Context: an optimization exercise on an open-source flow, tuned for small area. The choices shown serve that exercise and are no tape-out recipe.
Only simulation tests tie the RTL to the original design; equivalence was not proved.
No activity file was given, so power comes from the tool's default toggle rates.

File: flow/design.v
module pwm_timer (
    input  wire        clk,
    input  wire        rst,           
    input  wire [17:0] cfg_per,       
    input  wire        cfg_edge,      
    input  wire        cfg_dbl,       
    input  wire [10:0] cfg_dt_rise,   
    input  wire [10:0] cfg_dt_fall,   
    input  wire        run,           
    input  wire        wr_en,         
    input  wire [2:0]  wr_sel,        
    input  wire [17:0] wr_data,
    input  wire        commit,        
    input  wire [1:0]  ovr,           
    output wire [2:0]  gh,            
    output wire [2:0]  gl,            
    output wire        bnd,           
    output wire        commit_pend,   
    output wire        f_miss,        
    output wire        f_safe         
);
    reg  [17:0] cnt;
    reg         down;             
    reg         run_d;
    reg         turned;           
    wire [17:0] half = {1'b0, cfg_per[17:1]};
    wire at_valley = !down && (cnt == 18'd0);
    wire at_peak   = !cfg_edge && cfg_dbl && down && (cnt == half - 18'd1) && !turned;
    assign bnd = run && (at_valley || at_peak);
    always @(posedge clk) begin
        if (rst || !run) begin
            cnt    <= 18'd0;
            down   <= 1'b0;
            turned <= 1'b0;
        end else if (cfg_edge) begin
            down   <= 1'b0;
            turned <= 1'b0;
            if (cnt == cfg_per - 18'd1)
                cnt <= 18'd0;
            else
                cnt <= cnt + 18'd1;
        end else if (!down) begin
            turned <= 1'b0;
            if (cnt == half - 18'd1)
                down <= 1'b1;             
            else
                cnt <= cnt + 18'd1;
        end else begin
            turned <= 1'b1;
            if (cnt == 18'd0) begin
                down   <= 1'b0;           
                turned <= 1'b0;
            end else
                cnt <= cnt - 18'd1;
        end
    end
    reg  [17:0] sh_a [0:2];
    reg  [17:0] sh_b [0:2];
    reg  [17:0] ac_a [0:2];
    reg  [17:0] ac_b [0:2];
    reg         commit_bit;
    wire load = bnd && (commit_bit || commit);
    assign commit_pend = commit_bit;
    integer i;
    always @(posedge clk) begin
        if (rst) begin
            commit_bit <= 1'b0;
            for (i = 0; i < 3; i = i + 1) begin
                sh_a[i] <= 18'd0;
                sh_b[i] <= 18'd0;
                ac_a[i] <= 18'd0;
                ac_b[i] <= 18'd0;
            end
        end else begin
            if (load) begin
                for (i = 0; i < 3; i = i + 1) begin
                    ac_a[i] <= sh_a[i];
                    ac_b[i] <= sh_b[i];
                end
                commit_bit <= 1'b0;
            end else if (commit) begin
                commit_bit <= 1'b1;
            end
            if (wr_en) begin
                case (wr_sel)
                    3'd0: sh_a[0] <= wr_data;
                    3'd1: sh_a[1] <= wr_data;
                    3'd2: sh_a[2] <= wr_data;
                    3'd3: sh_b[0] <= wr_data;
                    3'd4: sh_b[1] <= wr_data;
                    3'd5: sh_b[2] <= wr_data;
                    default: ;
                endcase
            end
        end
    end
    reg  [2:0]  req;
    reg  [17:0] c_a, c_b, c_use;
    always @(*) begin
        for (i = 0; i < 3; i = i + 1) begin
            c_a = load ? sh_a[i] : ac_a[i];
            c_b = load ? sh_b[i] : ac_b[i];
            c_use = (cfg_dbl && down) ? c_b : c_a;
            if (cfg_edge)
                req[i] = (cnt < c_a);
            else
                req[i] = (cnt >= c_use);
        end
    end
    localparam [1:0] Q_NONE = 2'd0;
    localparam [1:0] Q_HIGH = 2'd1;
    localparam [1:0] Q_LOW  = 2'd2;
    reg  [1:0]  q_d  [0:2];       
    reg  [10:0] wait_cnt [0:2];
    reg  [2:0]  gh_r, gl_r;
    reg  [1:0]  q    [0:2];
    always @(*) begin
        for (i = 0; i < 3; i = i + 1) begin
            if (!run || ovr == 2'd1)
                q[i] = Q_NONE;
            else if (ovr == 2'd2)
                q[i] = Q_LOW;
            else if (ovr == 2'd3)
                q[i] = Q_HIGH;
            else
                q[i] = req[i] ? Q_HIGH : Q_LOW;
        end
    end
    always @(posedge clk) begin
        if (rst) begin
            gh_r <= 3'b000;
            gl_r <= 3'b000;
            for (i = 0; i < 3; i = i + 1) begin
                q_d[i]      <= Q_NONE;
                wait_cnt[i] <= 11'd0;
            end
        end else begin
            for (i = 0; i < 3; i = i + 1) begin
                q_d[i] <= q[i];
                if (q[i] != q_d[i]) begin
                    wait_cnt[i] <= (q[i] == Q_HIGH) ? cfg_dt_rise :
                                   (q[i] == Q_LOW)  ? cfg_dt_fall : 11'd0;
                    gh_r[i] <= (q[i] == Q_HIGH) && (cfg_dt_rise == 11'd0);
                    gl_r[i] <= (q[i] == Q_LOW)  && (cfg_dt_fall == 11'd0);
                end else begin
                    if (wait_cnt[i] != 11'd0)
                        wait_cnt[i] <= wait_cnt[i] - 11'd1;
                    gh_r[i] <= (q[i] == Q_HIGH) && (wait_cnt[i] <= 11'd1);
                    gl_r[i] <= (q[i] == Q_LOW)  && (wait_cnt[i] <= 11'd1);
                end
            end
        end
    end
    assign gh = gh_r;
    assign gl = gl_r;
    reg [2:0] miss_cnt;
    reg       missed_once;
    reg       f_miss_r;
    reg       f_safe_r;
    wire       run_start = run && !run_d;
    wire [2:0] miss_base = run_start ? 3'd0 : miss_cnt;
    wire       once_base = run_start ? 1'b0 : missed_once;
    wire       safe_base = run_start ? 1'b0 : f_safe_r;
    wire       missed    = bnd && (ovr == 2'd0) && !(commit_bit || commit);
    wire       updated   = bnd && (ovr == 2'd0) &&  (commit_bit || commit);
    always @(posedge clk) begin
        if (rst) begin
            run_d       <= 1'b0;
            miss_cnt    <= 3'd0;
            missed_once <= 1'b0;
            f_miss_r    <= 1'b0;
            f_safe_r    <= 1'b0;
        end else begin
            run_d       <= run;
            f_miss_r    <= missed && !once_base;
            missed_once <= once_base || missed;
            f_safe_r    <= safe_base || (missed && miss_base >= 3'd3);
            if (updated)
                miss_cnt <= 3'd0;
            else if (missed && miss_base != 3'd4)
                miss_cnt <= miss_base + 3'd1;
            else
                miss_cnt <= miss_base;
        end
    end
    assign f_miss = f_miss_r;
    assign f_safe = f_safe_r;
endmodule
File: flow/run.sh
#!/bin/bash
# synth_recipe.tcl (not shown) runs the flow's synth.tcl, then flattens the netlist and writes it again
# the make line also repeats each setting of config.mk as NAME=value (left out here)
make -C /OpenROAD-flow-scripts/flow DESIGN_CONFIG=/design/flow/config.mk WORK_HOME=/design/flow/orfs CLKGATE_MAP_FILE= SYNTH_SCRIPT=/design/flow/synth_recipe.tcl finish
File: flow/config.mk
export PLATFORM = sky130hd
export DESIGN_NAME = pwm_timer
export DESIGN_NICKNAME = pwm_timer
export VERILOG_FILES = /design/flow/design.v
export SDC_FILE = /design/flow/constraint.sdc
export NUM_CORES = 4
export LEC_CHECK = 0
export CAP_MARGIN = 20
export CORE_MARGIN = 2
export CORE_UTILIZATION = 40
export SLEW_MARGIN = 20
File: flow/constraint.sdc
create_clock -name core_clock -period 10.0 [get_ports {clk}]
set_input_delay 2.0000 -clock core_clock [delete_from_list [all_inputs] [get_ports {clk}]]
set_output_delay 2.0000 -clock core_clock [all_outputs]
set_load 0.01 [all_outputs]
==> qor.csv <==
metric,value,unit
Routed Antenna Nets,0,
mean area per synthesized cell,8.319,µm²
CTS Buf Count,35,
GR Overflow Total,0,
initial antenna violation count,0,
Starting Density,40.30,%
final setup fails,0,
Port Buf Inserts,79,
Post-synth EDFFs,0,
"Hold Violations, Final",0,
Internal Power,2.227,mW
vias in the first global route,14100,
PD cells,165.9,nW/µm²
Leak,7.146,nW
Final Hold Slack,452.0,ps
P&R area growth vs syn,14.63,%
Detailed Route Iter0 Violations,1102,
clock power share,41.1,%
Die Height,206.4,µm
Setup Buffers After CTS,0,
Tightest Pin Transition,1121,ps
Crit path required time,10450,ps
Clock Skews,37.31,ps
FF-to-FF setup slack,2630,ps
pre-CTS setup slack,884.7,ps
# fillers,3979,
Synth top cells by count,"nand2_1 (301), dfxtp_1 (289), nor2_1 (199), a21oi_1 (176), mux2i_1 (122)",
ANT cells,0,
Synth Net Count,2157,
worst reg2reg path endpoint,gh_r[0],
Flop pwr share,40.2,%
CP max FO,27,
CTS H-tree lvls,2,
routability cong.,0.8841,
Post-Route WL,48720,µm
TritonCTS sink count,289,
Hold Path Cell Cnt,2,
CP Capture Type,register,
register area share after synthesis,35.32,%
hold_buf cts,0,
max frequency,0.1162,GHz
most numerous cell in the Yosys netlist,nand2_1,
global-route wire length before repair,77690,µm
vias per inst,5.652,
drc violations,0,
final slew viol count,0,
Post-Route Setup TNS,0,ps
core area,40650,µm²
Rows,74,
area share of the largest cell type after synthesis,35.32,%
Synth cell types,71,
Routed wire per std cell,19.11,µm
Net Sw Power,0.8882,mW
worst IR drop on VDD,0.1272,mV
final setup margin,1397,ps
DRT Pass-1 Iters,6,
YS warnings,8,
DP Area,17630,µm²
Die X,206.4,µm
R2R depth,22,
Cells after Synth,1969,
GRT Total Usage,23.23,%
part of the cycle the worst path needs,86.03,%
most area-consuming cells after synthesis,"dfxtp_1 (35%), ha_1 (9.0%), mux2i_1 (7.5%)",
WS Path Type,input pin to register,
share of layout cells above drive strength 1,8.821,%
Clock Latency Late Sink,550,ps
clock edge transition at the registers on the reported setup and hold paths,60,ps
arrival time at the worst endpoint,9050,ps
Period minus WS final,8603,ps
final net count,2182,
Root Driver,clkbuf_16,
number of synthesized register bits,289,
detailed placement HPWL,33930,µm
post-route cell area,18780,µm²
Gate power share,18.8,%
HP Class,register to register,
dominant synthesized flop cell,dfxtp_1,
Worst Setup SP,cfg_per[2],
via count,14412,
min-delay src,sh_a[0][8],
die outline area,42590,µm²
status,no timing/DRC/antenna violations,
CTS tree,done,
Longest Clk Path Bufs,3,
asr flop ratio synth,0,%
Max-Cap Viols,0,
RSZ-0062 raised after global routing,false,
Post-CTS Resized,0,
# IOs,80,
Hold Crit Endpoint,sh_a[0][8],
Synth area leader,dfxtp_1,
Sw Ratio,28.51,%
Synth Cell Area,16380,µm²
largest net degree at the start of global routing,104,
max_slew headroom,25.28,%
Crit Reg-Reg Startpoint,cnt[0],
Worst setup SP type,input pin,
## layout by cell type (no fill, tap or decap), types with 13 or more instances in the layout
cell type,netlist,final
nand2_1,301,300
dfxtp_1,289,289
nor2_1,199,198
a21oi_1,176,176
mux2i_1,122,122
ha_1,118,118
clkdlybuf4s50_1,0,78
mux2_2,61,61
xnor2_1,49,49
nor3_1,49,49
o21ai_0,46,46
nand3_1,44,43
inv_1,35,35
clkbuf_16,0,35
buf_4,0,32
xor2_1,27,27
nor4_1,27,27
and3_1,22,22
or3_1,21,21
nand4_1,19,19
nand2b_1,17,17
a211oi_1,17,17
a21o_1,17,17
nor2b_1,15,15
o211ai_1,13,13
o22ai_1,13,13
## registers in the layout (all words and copies together) (netlist names), 3 cells and up
name and count:
miss_cnt 3, sh_b 54, wait_cnt 33, gh_r 3, gl_r 3, ac_a 54
q_d 6, cnt 18, sh_a 54, ac_b 54
## power groups by stage
stage | Clock (mW) | Combinational [mW] | Sequential, mW
floorplan | 0 | 0.433 | 1.26
global placement | 0 | 0.573 | 1.27
detailed placement | 0 | 0.580 | 1.27
CTS | 1.31 | 0.584 | 1.25
global route | 1.35 | 0.653 | 1.26
finish | 1.28 | 0.585 | 1.25
## how the worst max path moves through the flow
| stage | end | depth (start not counted) | slack [ps] |
|---|---|---|---|
| 3_3_place_gp | gh_r[0] | 22 | 1010 |
| 4_1_cts | gh_r[0] | 24 | 1430 |
| 3_5_place_dp | gh_r[0] | 24 | 880 |
| 6_report | gh_r[0] | 24 | 1400 |
| 5_1_grt | gh_r[0] | 24 | 750 |
| 2_1_floorplan | wait_cnt[2][0] | 27 | 2830 |
## logic make-up after synthesis
family | after synthesis | share of synthesized area [%]
and+or+nand+nor | 765 | 21.33
AOI/OAI and AO/OA | 376 | 14.47
DFF | 289 | 35.32
muxes | 184 | 11.74
buffers and inverters | 160 | 3.918
adders and majority gates | 118 | 9.013
xor gates and xnor gates | 77 | 4.201
## critical path: stages
cell and delay (ps):
clkdlybuf4s50_1 510, inv_1 120, ha_1 260, nor3b_1 270
o21ai_0 140, a2111oi_0 420, nand3_1 180, nor4_1 390
a31o_4 460, buf_12 270, buf_4 370, a21oi_1 120
ha_1 300, nor2b_1 40, o21ai_0 210, nand4_1 130
a2111oi_0 360, o221ai_1 220, o311a_1 280, nor4_1 210
a211o_1 470, o22a_1 700, mux2_2 410, nor3_1 170
## per-layer routing
metal | global-route usage (%) | up-vias | wire (µm)
met5 | 0 | - | 0
met4 | 7.857 | 0 | 1500
met3 | 4.163 | 96 | 2682
met2 | 37.76 | 425 | 22220
met1 | 30.96 | 6855 | 22320
li1 | - | 7036 | -
## layout make-up
cell class	instances	area, µm²	area share [%]
Sequential cell	289	5786	30.81
Tap cell	532	665.6	3.545
Clock inverter	9	103.9	0.5530
Inverter	35	131.4	0.6996
Clock buffer	52	1040	5.537
Multi-Input combinational cell	1520	9977	53.13
Timing Repair Buffer	113	1075	5.724
## through the flow
stage	power [mW]	cells	util, %
final	3.115	2550	46.20
after global routing	3.258	2550	46.20
after CTS	3.140	2550	46.19
after detailed placement	1.855	2489	43.37
after global placement	1.846	2489	43.36
after floorplan	1.697	1969	-

## re-timing with driven ports
How much do the figures lean on ideal ports? The routed layout below was timed once more, with nothing changed but the port constraints.
Step 1 (the two cells are an assumption about what drives the block):
set clk [get_ports {clk}]
set_driving_cell -lib_cell sky130_fd_sc_hd__clkbuf_16 $clk
set_driving_cell -lib_cell sky130_fd_sc_hd__buf_2 [delete_from_list [all_inputs] $clk]
Step 2 adds t to the input delays and takes it off the output delays; t is the mean of the earliest and latest rising clock arrival at the registers after step 1. Input paths then give back, and output paths get back, about the clock's delay inside the block.
Three values: no drivers, after step 1, after step 2; two values: the first two.
shift t [ns]: 0.583
slack for setup (ns): 1.397 / 1.430 / 0.847
worst setup path after step 2: input to register
pins driven straight from the clock port: 1
After both steps this run still meets setup and hold. The setup slack of this run moves by +0.033 ns with the drivers and by -0.550 ns with both steps.
